Context: an optimization exercise on an open-source flow, tuned for small area, a short achievable clock period and few clock cycles per item. The choices shown serve that exercise and are no tape-out recipe.
Function was checked by simulation only, so behaviour that the tests miss may differ from the original.
Power figures rest on the tool's default switching activity, not on a simulated workload.

==> flow/design.v, too long to show whole: its modules and the start of the top module <==
// module eq32: 4240 lines
// module eq32_fa: 4 lines
// module eq32_ha: 4 lines
// module eq32_ao: 3 lines
// module eq32_and: 3 lines
// module eq32_xor: 3 lines
// module eq32_sgn: 3 lines
module eq32 (
    input  wire               clk,
    input  wire               rst,
    input  wire               in_valid,
    output wire               in_ready,
    input  wire signed [9:0]  in_code,
    output reg                out_valid,
    output reg  signed [15:0] out_y,
    output reg                out_sat,
    input  wire               ctrl_we,
    input  wire               ctrl_bank,
    input  wire               ctrl_bypass,
    input  wire               coef_we,
    input  wire               coef_bank,
    input  wire [4:0]         coef_idx,
    input  wire [19:0]        coef_data
);
  // ...
==> flow/run.sh <==
#!/bin/bash
# synth_recipe.tcl (not shown) runs the flow's synth.tcl, then flattens the netlist and writes it again
# the make line also repeats each setting of config.mk as NAME=value (left out here)
make -C /OpenROAD-flow-scripts/flow DESIGN_CONFIG=/design/flow/config.mk WORK_HOME=/design/flow/orfs CLKGATE_MAP_FILE= SYNTH_SCRIPT=/design/flow/synth_recipe.tcl finish
==> flow/config.mk <==
export PLATFORM = sky130hd
export DESIGN_NAME = eq32
export DESIGN_NICKNAME = eq32
export VERILOG_FILES = /design/flow/design.v
export SDC_FILE = /design/flow/constraint.sdc
export NUM_CORES = 4
export LEC_CHECK = 0
export CAP_MARGIN = 20
export CORE_MARGIN = 2
export CORE_UTILIZATION = 50
export PLACE_DENSITY = 0.62
export SLEW_MARGIN = 20
export SYNTH_HIERARCHICAL = 1
export SYNTH_MINIMUM_KEEP_SIZE = 0
==> flow/constraint.sdc <==
create_clock -name core_clock -period 14.0 [get_ports {clk}]
set_input_delay 2.8000 -clock core_clock [delete_from_list [all_inputs] [get_ports {clk}]]
set_output_delay 2.8000 -clock core_clock [all_outputs]
set_load 0.01 [all_outputs]
==> metrics.md, run 1 <==
| Metric | Value |
|---|---|
| Placed Area | 219,000 um^2 |
| DP Worst Slack | 8.52 ns |
| Crit path launch | sa[29]$_SDFF_PP0_ |
| Top layer in use | met5 |
| Top-count cell post-synth | a22o_1 |
| Inverters | 80 |
| Synth Area in Adders | 33.5% |
| Mux contribution to synthesized area | 2.28% |
| Final GP Congestion | 1.19 |
| Port bufs | 61 |
| Hold Buf Count CTS | 0 |
| Internal power | 13.0 mW |
| Syn-to-layout area delta | 9.47% |
| Clock latency on the worst-skew pair | 1.02 ns |
| Status | timing/DRC/antenna clean |
| Ant diodes | 210 |
| Layout cell share with drive strength beyond 1 | 7.09% |
| Cell area after layout | 229,000 um^2 |
| Clock Tree Buf Depth | 4 |
| Routed len/inst | 51.2 um |
| Power Clock | 7.81 mW |
| Fraction of area in registers | 27.6% |
| Fillers | 35,100 |
| Post-CTS Repair Setup Buffers | 0 |
| Multi-input logic area | 145,000 um^2 |
| Pwr per Cell Area | 78.9 nW/um^2 |
| Final setup vio count | 0 |
| Via count | 156,000 |
| Fin Setup TNS | 0 ns |
| TAP cells | 5,497 |
| Placed cell count | 21,200 |
| CP dominant cell by count | fa_1 |
| Routed wire length on met2 | 452,000 um |
| Overall routing resource usage | 52.5% |
| Sequential area share after synthesis | 30.2% |
| First-pass GRT wire length | 1,460,000 um |
| GR peak layer | met2 |
| Die footprint | 424,000 um^2 |
| Most common cell after layout, fill and taps aside | a22o_1 |
| CTS tree | done |
| Startpoint types | register |
Testbench counts, summed over its fixed seeds: cycles 8,232, items 8,192.
==> inputs of run 2 (changes only) <==
==> flow/flow/run.sh (new file) <==
#!/bin/bash
# The standard layout (the standard.sh: ORFS synthesis to final layout),
# with one change: the port buffers that ORFS adds in placement are
# sky130_fd_sc_hd__buf_4 instead of the buffer it picks by itself.
# ORFS keeps each step's full log under orfs/logs/; make's own output goes to
# standard_flow.log here.
set -euo pipefail
bash standard.sh BUFFER_PORTS_ARGS="-buffer_cell sky130_fd_sc_hd__buf_4" finish > standard_flow.log 2>&1
==> flow/standard.sh (new file) <==
#!/bin/bash
# synth_recipe.tcl (not shown) runs the flow's synth.tcl, then flattens the netlist and writes it again
# the make line also repeats each setting of config.mk as NAME=value (left out here)
make -C /OpenROAD-flow-scripts/flow DESIGN_CONFIG=/design/flow/config.mk WORK_HOME=/design/flow/orfs CLKGATE_MAP_FILE= SYNTH_SCRIPT=/design/flow/synth_recipe.tcl "${@:-finish}"
removed: flow/run.sh
==> run 2 against run 1 <==
  * Area after synthesis did not move
  * Synthesized cell count did not move
  * Clock-buffer cell count rose by 15
  * Critical path type unchanged
  * Critical endpoint is now r0[277]$_DFF_P_
  * Highest routed layer unchanged
==> metrics.md, run 2 <==
| Metric | Value |
|---|---|
| Status | timing/DRC/antenna clean |
| Post-CTS sizing | 0 |
| Crit path arrival time | 6.67 ns |
| Detailed Routing Iterations Pass 1 | 8 |
| Max Cap Viol | 0 |
| Layout cell share with drive strength beyond 1 | 7.47% (+0.37 points) |
| Top flop regs | ca x640, cb x640, r0 x493 |
| Hold path depth | 0 |
| Required time worst endpoint | 14.89 ns |
| Final hold violation count | 0 |
| Async SR Flop Fraction | 0% |
| Min Tclk post-route | 5.78 ns |
| Slew margin rel. | 16.3% |
| Most frequent cells in the layout | a22o_1, fa_1, xor2_1 |
| Vias in the first global route | 149,000 |
| Ys flop type | edfxtp_1 |
| Ranking of synthesized cells by area | fa_1, edfxtp_1, a22o_1 |
| Final worst path period share | 41.3% |
| Critical-path top delay cell | fa_1 |
| Fin Setup TNS | 0 ns (unchanged) |
| Total CTS buffers | 290 |
| Setup CP Type | register to register |
| R2R cell count | 8 |
| Initial antenna violation count | 75 |
| Clock latency on the worst-skew pair | 1.05 ns (+0.03 ns) |
| Post-CTS Repair Setup Buffers | 0 (unchanged) |
| Final Skew | 0.0697 ns |
| Die height | 651 um |
| Rows | 237 |
| Starting Density | 50.2% |
| Total Wirelength | 1,120,000 um |
| Clock slew at reported path FFs | 0.06 ns |
| Final GP Congestion | 1.16 (-2.4%) |
| Mapped Cells | 15,600 |
| Max incr delay on CP | 1.03 ns |
| Cell area after layout | 229,000 um^2 (about the same) |
| Routed len/inst | 51.3 um (+0.24%) |
| CP Max Fanout | 20 |
| LEAKAGE | 116 nW |
| Clock Tree Buf Depth | 4 (unchanged) |
| Yosys top cell by area | fa_1 |
| Ports | 62 |
| Hold WC Path Type | register to register |
| Gr ovfl total | 0 |
| Crit path launch | sb[28]$_SDFF_PP0_ |
| Cell count along the critical path | 8 |
| Peak supply drop | 0.159 mV |
| Detailed Route Iter0 Violations | 27,500 |
| Largest net degree at the start of global routing | 118 |
| Worst-path cell chain | a22o_1, a22o_1, xor2_1, fa_1, fa_1, fa_1, fa_1, fa_1 |
| CTS tree | done |
| Post-layout util | 55.0% |
| RSZ-0062 raised after global routing | false |
| Crit path to | r0[277]$_DFF_P_ |
| Worst Path Buf+Inv | 0 |
| Reg2reg end | r0[277]$_DFF_P_ |
| Final setup vio count | 0 (unchanged) |
| DRC viols | 0 |
| Post-DP HPWL | 889,000 um |
| Total core area | 417,000 um^2 |
| Sequential area share after synthesis | 30.2% (unchanged) |
| Final net count | 19,600 |
| CTS sink cnt | 2,521 |
| CP endpoint kind | register |
| Syn-to-layout area delta | 9.42% (about the same) |
| Reg2reg start | sb[28]$_SDFF_PP0_ |
| Hold Buf Count CTS | 0 (unchanged) |
| CTS HTree Levels | 5 |
| Measured slew at the worst slew-check pin | 1.25 ns |
| F_max | 173 MHz |
| Power, Total | 18.2 mW |
| CP dominant cell by count | fa_1 |
| Syn nets | 19,100 |
| #FFs+latches synth | 2,521 |
| Pwr per Cell Area | 79.5 nW/um^2 (+0.79%) |
| Die footprint | 424,000 um^2 (unchanged) |
| Post-synth cell types | 88 |
| Most common cell after layout, fill and taps aside | a22o_1 |
| Via count | 156,000 (-0.37%) |
| Antenna violation net count after detailed routing | 0 |
| Placed Area | 219,000 um^2 (about the same) |
| Most common library cells after synthesis | a22o_1, fa_1, xor2_1 |
| Mapped Area | 209,000 um^2 |
| Port bufs | 61 (unchanged) |
| Synth warnings | 7 |
| Vias/cell | 7.11 |
| Top Family by Delay on Critical Path | adder cells |
| Area share of the largest cell type after synthesis | 33.1% |
| Pins Over Slew Limit | 0 |
| Overall routing resource usage | 52.5% (about the same) |
| Die Wd | 651 um |
| EDFF count, synth | 1,280 |
| Top-count cell post-synth | a22o_1 |
| Startpoint types | register |
| Syn Area/Cell | 13.5 um^2 |
| Reg2Reg Setup Slack | 8.22 ns |
| First-pass GRT wire length | 1,460,000 um (about the same) |
| Clk root buf | clkbuf_16 |
[run 2: cell counts after synthesis]
No cell type changed its count.
[run 2: stage by stage]
stage	hold slack, ns	setup slack (ns)	std cells
finish	0.326	8.22	21900
global route	0.352	8.38	21800
CTS	0.326	8.57	21800
detailed placement	0.312	8.10	21200
global placement	0.312	8.13	21200
floorplan	0.310	10.11	15600
[run 2: area by class of cell]
type                            instances  area [um^2]
Antenna cell                          125          313
Multi-Input combinational cell      12700       145000
Tap cell                             5497         6880
Clock inverter                        124         1520
Clock buffer                          407         8130
Inverter                               80          300
Fill cell                           35000       188000
Timing Repair Buffer                  464         3560
Sequential cell                      2521        63400
[run 2: worst min-delay path by stage]
stage | startpoint | slack, ns | endpoint
4_1_cts | r0[0]$_DFF_P_ | 0.33 | r1[0]$_DFF_P_
5_1_grt | r0[0]$_DFF_P_ | 0.35 | r1[0]$_DFF_P_
3_3_place_gp | r0[0]$_DFF_P_ | 0.31 | r1[0]$_DFF_P_
3_5_place_dp | r0[0]$_DFF_P_ | 0.31 | r1[0]$_DFF_P_
2_1_floorplan | r0[0]$_DFF_P_ | 0.31 | r1[0]$_DFF_P_
6_report | r0[0]$_DFF_P_ | 0.33 | r1[0]$_DFF_P_
[run 2: kinds of logic (layout without fill, tap and decap cells)]
| family | after synthesis | in the layout | share of synthesized area [%] |
|---|---|---|---|
| mux | 478 | 478 | 2.28 |
| simple gates | 1395 | 1395 | 3.13 |
| buf+inv | 356 | 1075 | 0.673 |
| compound gates | 3883 | 3883 | 16.0 |
| other cells | 0 | 125 | 0 |
| xor+xnor | 3387 | 3387 | 14.2 |
| flops | 2521 | 2521 | 30.2 |
| fa+ha+maj | 3534 | 3534 | 33.5 |
[run 2: power breakdown]
part           internal (mW)  switching (mW)  leakage, nW  total [mW]
sequential              7.88           0.155         21.6        8.03
clock                   4.51            3.44         4.67        7.95
combinational          0.755            1.48         89.9        2.23
[run 2: layer usage]
layer / track usage [%] / wire, um / up-vias
li1: - / - / 57500
met1: 66.4 / 398000 / 82200
met2: 71.3 / 451000 / 13300
met3: 20.8 / 161000 / 2640
met4: 41.7 / 113000 / 32
met5: 0.147 / 212 / -
[run 2: Yosys stat by module (local to each module, per instance)]
module    flip-flops and latches  area, um^2
eq32                        2521       82300
eq32_and                       0        6.26
eq32_ao                        0        8.76
eq32_fa                        0        20.0
eq32_ha                        0        12.5
eq32_sgn                       0        12.5
eq32_xor                       0        8.76

[separate check: timing with driven ports]
Ports are ideal in the flow. The routed layouts listed here were re-timed in OpenROAD.
Step 1 sets driving cells, clkbuf_16 on the clock port and buf_2 on the other inputs (assumed; they add their load-dependent delay and slew).
Step 2, shift: input delay + t, output delay - t, t = (earliest + latest rising clock arrival at the registers) / 2. This alone moves slack from input paths to output paths.
a / b / c = ideal / step 1 / step 2; a / b = the first two.
run | shift t [ns] | setup slack, ns | worst register clock-pin slew, ns | cell pins on the clock port's net
run 1 | 1.121 | 8.348 / 8.348 / 8.327 | 0.08 / 0.08 | 1
run 2 | 1.151 | 8.224 / 8.224 / 7.861 | 0.08 / 0.08 | 1
After both steps setup and hold are still met in every run listed. The setup slack of run 2, which loses most, moves by 0.000 ns with the drivers and by -0.363 ns with both steps.
